This is an optimization exercise on Yosys and OpenROAD, whose aim is small area and a short achievable clock period, not a production implementation.
In this exercise RTL edits were held to simulation tests only and were not proved equivalent to the original.
Power and IR drop assume default switching activity.

## job 4949
==> flow/design.v (excerpt) <==
module long_acc4 (
    input  wire         clk,
    input  wire         rst,
    input  wire [1:0]   cmd,
    input  wire [8:0]   open_w,
    input  wire [5:0]   open_c,
    input  wire         open_clamp,
    input  wire         open_lost,
    input  wire [3:0]   fmt_a,
    input  wire [15:0]  a,
    input  wire [7:0]   scale_a,
    input  wire [3:0]   fmt_b,
    input  wire [63:0]  b,
    input  wire [31:0]  scale_b,
    output reg          out_valid,
    output wire [511:0] out_acc,
    output wire         out_clamp,
    output wire         out_lost
);
For scale: ~9,200 cells after synthesis, roughly 660 I/O pins, roughly 81,000 um^2 of cells after synthesis.
export LEC_CHECK = 0
export CAP_MARGIN = 20
export CORE_MARGIN = 2
export CORE_UTILIZATION = 30
export CTS_CLUSTER_DIAMETER = 110
export CTS_CLUSTER_SIZE = 22
export SLEW_MARGIN = 20
create_clock -name core_clock -period 26.0 [get_ports {clk}]
standard.sh (not shown) runs the stock make flow with config.mk's settings and CLKGATE_MAP_FILE= SYNTH_SCRIPT=/design/flow/synth_recipe.tcl, a recipe that flattens the netlist after the stock synthesis.
==> flow/flow/run.sh <==
#!/bin/bash
# The standard layout, with plain buffers (not delay buffers) on the ports and
# timing repair aimed at 19.3 ns of setup slack.
set -uo pipefail
export BUFFER_PORTS_ARGS="-buffer_cell sky130_fd_sc_hd__buf_1"
export SETUP_SLACK_MARGIN=19.3
bash standard.sh > standard.log 2>&1
The following lists how job 8756 was set up differently from job 4949:
Settings: CTS_CLUSTER_DIAMETER changed from 110 to 100; CORE_UTILIZATION changed from 30 to 35; CTS_CLUSTER_SIZE changed from 22 to 18.
### Flow results
- Job 8756 ends up with a setup slack at placement that is 6.4 ps lower than in job 4949.
- Going from job 4949 to job 8756, number of nets in the final layout shows no meaningful change; maximum net fanout on the critical path shows an increase of 2; non-clock buffer total of the final layout shows a reduction of 6.
- NOTE: design internal power in job 8756 exceeds that of job 4949
- Overall global routing resource usage was higher in the run labelled job 8756.
- Taking job 4949 as the reference, in job 8756 average vias per placed instance climbed 5.2%; peak ir drop on the vdd network climbed 0.020 mV; number of clock buffer instances in the layout climbed 11.
diff inputs: job 8756 => job 8100
Settings: CTS_CLUSTER_SIZE now 22, was 18; CTS_CLUSTER_DIAMETER now 110, was 100.
==> flow/flow/run.sh <==
#!/bin/bash
# The standard layout, with plain buffers (not delay buffers) on the ports and
# timing repair aimed at 19.25 ns of setup slack.
set -uo pipefail
export BUFFER_PORTS_ARGS="-buffer_cell sky130_fd_sc_hd__buf_1"
export SETUP_SLACK_MARGIN=19.25
bash standard.sh > standard.log 2>&1
### Flow results
Compared with job 8756, job 8100 shows a clock period minus worst slack that is 30 ps higher. In the flow results for job 8756 and job 8100, the count of clock-buffer cells in the layout is smaller on job 8100. Between job 8100 and job 8756, the part of the cycle the worst path needs does not differ in any meaningful way. Job 8100 and job 8756 ended up with roughly the same via count. Total power draw: lower on job 8100. Compared with job 8756, job 8100 shows area taken by flip-flops and latches that has gone down slightly. Job 8756 → job 8100: amount of wire on met3 after detailed routing saw an increase, final critical-path setup slack saw a decrease, endpoint arrival time on the critical path saw an increase, worst-case headroom to the max-slew limit saw a decrease.
[inputs] job 6438 vs job 8100
Settings: removing CTS_CLUSTER_DIAMETER (formerly 110); removing CTS_CLUSTER_SIZE (formerly 22).
==> flow/flow/run.sh <==
#!/bin/bash
# The standard layout, with plain buffers (not delay buffers) on the ports and
# timing repair aimed at 19.2 ns of setup slack.
set -uo pipefail
export BUFFER_PORTS_ARGS="-buffer_cell sky130_fd_sc_hd__buf_1"
export SETUP_SLACK_MARGIN=19.2
bash standard.sh > standard.log 2>&1
Notes after the runs:
Job 6438 vs job 8100 — shortest period the worst path allows rose 54 ps. Job 6438 vs job 8100 on met2 layer wire length in the routed design: job 6438 is the lower one. Worst setup slack after layout in job 6438 is 54 ps below job 8100. Job 6438 against job 8100: global-route met1 utilization ~0 delta, combinational fraction of design power down 3.4 points, total placed cells including tap cells held. Between job 6438 and job 8100, clock-buffer cell count is lower for job 8100, job 6438 comes in above that. Job 6438 vs. job 8100: met3 layer wire length in the routed design went up; met3 track utilization from global routing saw an increase; area growth from synthesis to layout climbed 2.4 points; largest net degree at the start of global routing now sits lower.
diff inputs: job 6438 => job 3075
Settings: ABC_AREA: unset -> 1.
==> flow/flow/run.sh <==
#!/bin/bash
# The standard layout, with plain buffers (not delay buffers) on the ports and
# timing repair aimed at 19.3 ns of setup slack.
set -uo pipefail
export BUFFER_PORTS_ARGS="-buffer_cell sky130_fd_sc_hd__buf_1"
export SETUP_SLACK_MARGIN=19.3
bash standard.sh > standard.log 2>&1
Findings:
For job 3075 and job 6438, there was not a single run that failed to finish clean. On job 3075: wire length is 26 mm higher than what job 6438 gave. On sequential cell area share: job 3075 sits below job 6438. Diff job 6438 -> job 3075: tap cell count grew by 5.3%; utilization shrank by 0.41 points; area of all placed cells without fillers grew by 2900 um^2; post-placement cell count grew by 22%. On routing usage on met2: between job 3075 and job 6438, it ends up lower for job 6438. Of job 3075 and job 6438, the run reporting the higher area growth from synthesis to final layout was job 6438.
#### Input delta (job 5009 over job 3075)
Settings: CTS_CLUSTER_DIAMETER newly set to 110; ABC_AREA removed (was 1); SLEW_MARGIN changed from 20 to 10; CAP_MARGIN changed from 20 to 10; CTS_CLUSTER_SIZE newly set to 22.
--- outcome ---
- The worst slew margin relative to its limit of job 5009 falls short of that of job 3075 by 14 points.
- Against job 3075, total power in job 5009 fell by a few percent.
- ~same effective utilization at floorplan in job 3075 and job 5009
- Taking job 3075 as the reference point, the portion of netlist area occupied by mux cells of job 5009 rises by 3.3 points.

afterwards: timing with drivers on the ports:
No port has a modelled driver above. Below, the same layouts with a new extraction and two added sets of constraints.
Step 1, drivers: a clkbuf_16 drives clk and a buf_2 each remaining input, both assumed.
Step 2 also shifts input and output timing later by t, the mid clock arrival at the registers, as if the neighbouring blocks saw the same clock.
a / b / c = no drivers / after step 1 / after step 2; a / b = the first two.
| run | t, ns | setup WS [ns] | worst setup path at the end | clock arrival spread, ns | slew at the worst register clock pin (ns) |
|---|---|---|---|---|---|
| job 4949 | 0.859 | 19.327 / 19.221 / 18.747 | input to register | 0.049 / 0.049 | 0.11 / 0.11 |
| job 8756 | 0.850 | 19.318 / 19.223 / 18.713 | input to register | 0.068 / 0.068 | 0.09 / 0.09 |
| job 8100 | 0.851 | 19.288 / 19.189 / 18.623 | input to register | 0.053 / 0.053 | 0.10 / 0.10 |
| job 6438 | 0.889 | 19.233 / 19.138 / 18.493 | input to register | 0.110 / 0.109 | 0.07 / 0.07 |
| job 3075 | 0.908 | 19.336 / 19.233 / 18.559 | input to register | 0.082 / 0.082 | 0.08 / 0.08 |
| job 5009 | 0.880 | 19.324 / 19.225 / 18.658 | input to register | 0.106 / 0.106 | 0.10 / 0.10 |
After both steps setup and hold are still met in every run listed. The setup slack of job 3075, which loses most, moves by -0.103 ns with the drivers and by -0.777 ns with both steps.
